Context: an optimization exercise on an open-source flow, tuned for small area and a short achievable clock period. The choices shown serve that exercise and are no tape-out recipe.
RTL that was checked went through simulation tests only; none was proved equivalent to the original.
Power is estimated from default activity; no workload was simulated.

Setup of v6:
==> flow/design.v <==
module cvt_narrow (
    input  wire [2:0]  rm,
    input  wire        neg,
    input  wire        n0,
    input  wire [15:0] f,
    input  wire        sticky,
    input  wire [15:0] g,
    output wire        up
);
    wire low     = (f[14:0] != 15'd0) || sticky;
    wire inexact = f[15] || low;
    wire [16:0] cc;
    assign cc[0] = 1'b0;
    genvar gi;
    generate for (gi = 0; gi < 16; gi = gi + 1) begin : g_c
        assign cc[gi+1] = (f[gi] & g[gi]) | (cc[gi] & (f[gi] | g[gi]));
    end endgenerate
    wire sr_up = cc[16];
    assign up = rm[2] ? sr_up :
                rm[1] ? (inexact && (rm[0] ^ neg)) :
                        (!rm[0] && f[15] && (low || n0));
endmodule
module cvt_lane (
    input  wire        clk,
    input  wire [31:0] x,
    input  wire [15:0] g,
    input  wire [2:0]  fmt,       
    input  wire        denorm,
    input  wire [2:0]  fmt_q,     
    input  wire [2:0]  rm_q,
    input  wire        denorm_q,
    output reg  [15:0] res,
    output reg         ovf,
    output reg         flushed,
    output reg         nan_lost
);
    wire [7:0]  e1 = x[30:23];
    wire        e1_zero = (e1 == 8'h00);
    wire a_e2 = fmt[2];
    wire a_bf = !fmt[2] && (fmt[1:0] == 2'd0);
    wire a_fp = !fmt[2] && (fmt[1:0] == 2'd1);
    wire a_e4 = !fmt[2] && (fmt[1:0] == 2'd2);
    wire a_e5 = !fmt[2] && (fmt[1:0] == 2'd3);
    wire a_keep = denorm || a_e2;                    
    wire lo_fp = (e1 < 8'd113);                      
    wire lo_e4 = (e1 < 8'd121);
    wire lo_e2 = (e1 < 8'd127);
    wire sb_fp = a_keep && a_fp && lo_fp;
    wire sb_e5 = a_keep && a_e5 && lo_fp;
    wire sb_e4 = a_keep && a_e4 && lo_e4;
    wire sb_e2 = a_e2 && lo_e2;
    wire shsub = sb_fp || sb_e5 || sb_e4 || sb_e2;
    wire [4:0] d_fp = 5'd17 - e1[4:0];
    wire [4:0] d_e5 = 5'd25 - e1[4:0];
    wire [4:0] d_e4 = 5'd0  - e1[4:0];
    wire [4:0] d_e2 = 5'd8  - e1[4:0];
    wire [4:0] tsel = ({5{sb_fp}} & d_fp) | ({5{sb_e5}} & d_e5) |
                      ({5{sb_e4}} & d_e4) | ({5{sb_e2}} & d_e2) |
                      ({5{a_bf}} & 5'd3) |
                      ({5{a_e5 && !sb_e5}} & 5'd8) |
                      ({5{a_e4 && !sb_e4}} & 5'd7) |
                      ({5{a_e2 && !sb_e2}} & 5'd9);
    wire       tbig = (sb_fp && (e1 < 8'd82)) || (sb_e5 && (e1 < 8'd90)) ||
                      (sb_e4 && (e1 < 8'd97)) || (sb_e2 && (e1 < 8'd105));
    reg        s;
    reg [7:0]  e;
    reg [23:0] sig;
    reg [4:0]  t;
    reg        tsat, sub;
    reg [15:0] gq;
    always @(posedge clk) begin
        s    <= x[31];
        e    <= e1;
        sig  <= {!e1_zero, x[22:0]};
        t    <= tsel;
        tsat <= tbig;
        sub  <= shsub || e1_zero;
        gq   <= g;
    end
    wire [2:0]  rm = rm_q;
    wire [22:0] m  = sig[22:0];
    wire [7:0]  ee = e;
    wire e_zero  = !sig[23];
    wire e_ones  = (e == 8'hFF);
    wire m_zero  = (m == 23'd0);
    wire is_nan  = e_ones && !m_zero;
    wire is_inf  = e_ones && m_zero;
    wire is_zero = e_zero && m_zero;
    wire in_flush = e_zero && !m_zero && !denorm_q;  
    wire f_e2 = fmt_q[2];
    wire f_bf = !fmt_q[2] && (fmt_q[1:0] == 2'd0);
    wire f_fp = !fmt_q[2] && (fmt_q[1:0] == 2'd1);
    wire f_e4 = !fmt_q[2] && (fmt_q[1:0] == 2'd2);
    wire f_e5 = !fmt_q[2] && (fmt_q[1:0] == 2'd3);
    wire keep_sub = denorm_q || f_e2;
    wire [26:0] a0 = {sig, 3'b000};
    wire [26:0] a1 = t[0] ? {1'b0,  a0[26:1]}  : a0;
    wire [26:0] a2 = t[1] ? {2'b0,  a1[26:2]}  : a1;
    wire [26:0] a3 = t[2] ? {4'b0,  a2[26:4]}  : a2;
    wire [26:0] a4 = t[3] ? {8'b0,  a3[26:8]}  : a3;
    wire [26:0] a5 = t[4] ? {16'b0, a4[26:16]} : a4;
    wire sticky = tsat || (t[0] && a0[0]) || (t[1] && (a1[1:0] != 2'd0)) ||
                  (t[2] && (a2[3:0] != 4'd0)) || (t[3] && (a3[7:0] != 8'd0)) ||
                  (t[4] && (a4[15:0] != 16'd0));
    wire [26:0] z = tsat ? 27'd0 : a5;
    wire [10:0] n = z[26:16];
    wire [15:0] f = z[15:0];
    wire up;
    cvt_narrow u_rnd (.rm(rm), .neg(s), .n0(n[0]), .f(f), .sticky(sticky), .g(gq), .up(up));
    wire [7:0] ebf = sub ? 8'd0 :
                     f_bf ? ee :
                     (f_fp || f_e5) ? {3'd0, ~ee[4], ee[3:0]} :
                     f_e4 ? {4'd0, ~ee[3], ee[2:0]} :
                            {6'd0, ~ee[1], ee[0]};
    reg [14:0] body;
    always @* begin
        case (1'b1)
            f_bf:    body = {ebf[7:0], n[6:0]};
            f_fp:    body = {ebf[4:0], n[9:0]};
            f_e4:    body = {8'd0, ebf[3:0], n[2:0]};
            f_e5:    body = {8'd0, ebf[4:0], n[1:0]};
            default: body = {12'd0, ebf[1:0], n[0]};
        endcase
    end
    reg  [14:0] pre;                                 
    integer k;
    always @* begin
        pre[0] = 1'b1;
        for (k = 1; k < 15; k = k + 1)
            pre[k] = pre[k-1] && body[k-1];
    end
    wire [14:0] rbody = body ^ (pre & {15{up}});
    wire ones = f_bf ? pre[7] : f_fp ? pre[10] : f_e4 ? pre[3] : f_e5 ? pre[2] : pre[1];
    wire c = up && ones;
    reg ov_big, ov_edge;
    always @* begin
        case (1'b1)
            f_bf:    begin ov_big = 1'b0;          ov_edge = (ee == 8'd254) && c; end
            f_fp,
            f_e5:    begin ov_big = (ee >= 8'd143); ov_edge = (ee == 8'd142) && c; end
            f_e4:    begin ov_big = (ee >= 8'd136);
                           ov_edge = (ee == 8'd135) && ((n[2:0] == 3'd7) || ((n[2:0] == 3'd6) && up)); end
            default: begin ov_big = (ee >= 8'd130); ov_edge = (ee == 8'd129) && c; end
        endcase
    end
    wire over = !e_zero && (ov_big || ov_edge);
    reg fl_lo, fl_edge;
    always @* begin
        case (1'b1)
            f_fp, f_e5: begin fl_lo = (ee < 8'd112); fl_edge = (ee == 8'd112); end
            f_e4:       begin fl_lo = (ee < 8'd120); fl_edge = (ee == 8'd120); end
            default:    begin fl_lo = 1'b0;          fl_edge = 1'b0; end
        endcase
    end
    wire tiny_zero = keep_sub ? (sub && (n[9:0] == 10'd0) && !up)
                              : (fl_lo || (fl_edge && !c));
    wire fin     = !e_ones;
    wire over_f  = fin && over;
    wire k_zero  = is_zero || in_flush || (fin && tiny_zero);
    wire k_const = e_ones || over_f;
    wire inf_res = rm[2] || (rm[1:0] == 2'd0) || (rm[1] && (rm[0] ^ s));
    wire to_inf  = is_inf || inf_res;
    reg [14:0] cm;
    always @* begin
        case (1'b1)
            f_bf:    cm = is_nan ? 15'h7FC0 : to_inf ? 15'h7F80 : 15'h7F7F;
            f_fp:    cm = is_nan ? 15'h7E00 : to_inf ? 15'h7C00 : 15'h7BFF;
            f_e4:    cm = is_nan ? 15'h007F : 15'h007E;
            f_e5:    cm = is_nan ? 15'h007E : to_inf ? 15'h007C : 15'h007B;
            default: cm = is_nan ? 15'h0000 : 15'h0007;
        endcase
    end
    wire [14:0] mag = k_const ? cm : (rbody & {15{!k_zero}});
    wire s8 = f_e4 || f_e5;
    always @* begin
        res[15]   = s && (f_bf || f_fp);
        res[14:8] = mag[14:8];
        res[7]    = s8 ? s : mag[7];
        res[6:4]  = mag[6:4];
        res[3]    = f_e2 ? (s && !is_nan) : mag[3];
        res[2:0]  = mag[2:0];
        ovf       = is_inf || (over_f && (rm != 3'd1));
        flushed   = in_flush || (fin && !is_zero && tiny_zero);
        nan_lost  = is_nan && f_e2;
    end
endmodule
module cvtn_slice #(
    parameter LANES = 4
) (
    input  wire                 clk,
    input  wire                 rst_n,
    input  wire                 in_valid,
    input  wire [2:0]           in_fmt,
    input  wire [2:0]           in_rm,
    input  wire                 in_denorm,
    input  wire [32*LANES-1:0]  in_x,
    input  wire [16*LANES-1:0]  in_g,
    output reg                  out_valid,
    output reg  [16*LANES-1:0]  out_res,
    output reg  [LANES-1:0]     out_ovf,
    output reg  [LANES-1:0]     out_flushed,
    output reg  [LANES-1:0]     out_nan_lost
);
    reg       v_q;
    reg [2:0] fmt_q, rm_q;
    reg       denorm_q;
    always @(posedge clk) begin
        if (!rst_n) v_q <= 1'b0;
        else        v_q <= in_valid;
        fmt_q    <= in_fmt;
        rm_q     <= in_rm;
        denorm_q <= in_denorm;
    end
    wire [16*LANES-1:0] res;
    wire [LANES-1:0]    ovf, flushed, nan_lost;
    genvar l;
    generate
        for (l = 0; l < LANES; l = l + 1) begin : g_lane
            cvt_lane u_lane (
                .clk(clk),
                .x(in_x[32*l +: 32]), .g(in_g[16*l +: 16]),
                .fmt(in_fmt), .denorm(in_denorm),
                .fmt_q(fmt_q), .rm_q(rm_q), .denorm_q(denorm_q),
                .res(res[16*l +: 16]), .ovf(ovf[l]), .flushed(flushed[l]),
                .nan_lost(nan_lost[l]));
        end
    endgenerate
    always @(posedge clk) begin
        if (!rst_n) out_valid <= 1'b0;
        else        out_valid <= v_q;
        out_res      <= res;
        out_ovf      <= ovf;
        out_flushed  <= flushed;
        out_nan_lost <= nan_lost;
    end
endmodule
Settings: LEC_CHECK=0, ABC_AREA=1, CAP_MARGIN=20, CORE_MARGIN=2, CORE_UTILIZATION=45, PLACE_DENSITY=0.6, SETUP_SLACK_MARGIN=5, SLEW_MARGIN=20; clock period 12.0 ns.
standard.sh (not shown) runs the stock make flow with config.mk's settings and CLKGATE_MAP_FILE= SYNTH_SCRIPT=/design/flow/synth_recipe.tcl, a recipe that flattens the netlist after the stock synthesis.
==> flow/flow/run.sh <==
#!/bin/bash
set -euo pipefail
export BUFFER_PORTS_ARGS="-buffer_cell sky130_fd_sc_hd__buf_1"
bash standard.sh SETUP_SLACK_MARGIN=8.5 finish > standard_finish.log 2>&1
Modified inputs, v7 compared to v6
-- flow/design.v --
<<< v6, line 10
    wire low     = (f[14:0] != 15'd0) || sticky;
    wire inexact = f[15] || low;
    wire [16:0] cc;
    assign cc[0] = 1'b0;
    genvar gi;
    generate for (gi = 0; gi < 16; gi = gi + 1) begin : g_c
        assign cc[gi+1] = (f[gi] & g[gi]) | (cc[gi] & (f[gi] | g[gi]));
    end endgenerate
    wire sr_up = cc[16];
    assign up = rm[2] ? sr_up :
                rm[1] ? (inexact && (rm[0] ^ neg)) :
>>> v7, line 10
    wire low     = (f[14:0] != 15'd0) || sticky;
    wire inexact = f[15] || low;
    wire [15:0] g0 = f & g, p0 = f | g;
    wire [7:0]  g1, p1;
    wire [3:0]  g2, p2;
    wire [1:0]  g3, p3;
    genvar i;
    generate
        for (i = 0; i < 8; i = i + 1) begin : l1
            assign g1[i] = g0[2*i+1] | (p0[2*i+1] & g0[2*i]);
            assign p1[i] = p0[2*i+1] & p0[2*i];
        end
        for (i = 0; i < 4; i = i + 1) begin : l2
            assign g2[i] = g1[2*i+1] | (p1[2*i+1] & g1[2*i]);
            assign p2[i] = p1[2*i+1] & p1[2*i];
        end
        for (i = 0; i < 2; i = i + 1) begin : l3
            assign g3[i] = g2[2*i+1] | (p2[2*i+1] & g2[2*i]);
            assign p3[i] = p2[2*i+1] & p2[2*i];
        end
    endgenerate
    wire sr_up = g3[1] | (p3[1] & g3[0]);
    assign up = rm[2] ? sr_up :
                rm[1] ? (inexact && (rm[0] ^ neg)) :
### Flow results
Measured against v7, the count of plain and timing-repair buffers of v6 comes out at 1.3 times the reference value. Going from v6 to v7, minimum clock period after layout moved down, final period utilization moved down, adder-cell share of the synthesized area level, first-pass GRT wire length moved down. Storage element area, v6 and v7: smaller value in v6. v6 was larger in final cell area than v7. Min initial antenna violation count across v6 and v7: v7. Looking at the reports, v7 completed the entire flow and the layout it produced met the timing, DRC and antenna checks. The total power number comes out higher for v6 vs v7. Going from v6 to v7, worst-case hold slack shrinks by 0.0046 ns. Going from v6 to v7, worst path setup slack after routing went up, post-DP HPWL has increased, area overhead of the layout relative to synthesis decreased by 18 points relative to the old numbers.
For v6, only the layout was checked, not whether the RTL still works.

-- re-timing with driven ports --
The flow's constraints put no driver on any port. The routed layouts listed below were extracted and timed again, unchanged, in two steps. Step 1 (the two cells are an assumption about what drives the block):
set clk [get_ports {clk}]
set_driving_cell -lib_cell sky130_fd_sc_hd__clkbuf_16 $clk
set_driving_cell -lib_cell sky130_fd_sc_hd__buf_2 [delete_from_list [all_inputs] $clk]
Step 2 adds t to the input delays and takes it off the output delays; t is the mean of the earliest and latest rising clock arrival at the registers after step 1. Input paths then give back, and output paths get back, about the clock's delay inside the block. Slacks: ideal / step 1 / step 2; pairs: ideal / step 1.
| run | t (ns) | setup slack, ns | worst hold slack (ns) | latest minus earliest clock arrival (ns) |
|---|---|---|---|---|
| v6 | 0.617 | 8.222 / 8.222 / 7.893 | 0.416 / 0.416 / 0.416 | 0.024 / 0.023 |
| v7 | 0.623 | 8.506 / 8.444 / 7.960 | 0.411 / 0.411 / 0.411 | 0.024 / 0.024 |
After both steps setup and hold are still met in every run listed. The setup slack of v7, which loses most, moves by -0.062 ns with the drivers and by -0.546 ns with both steps.
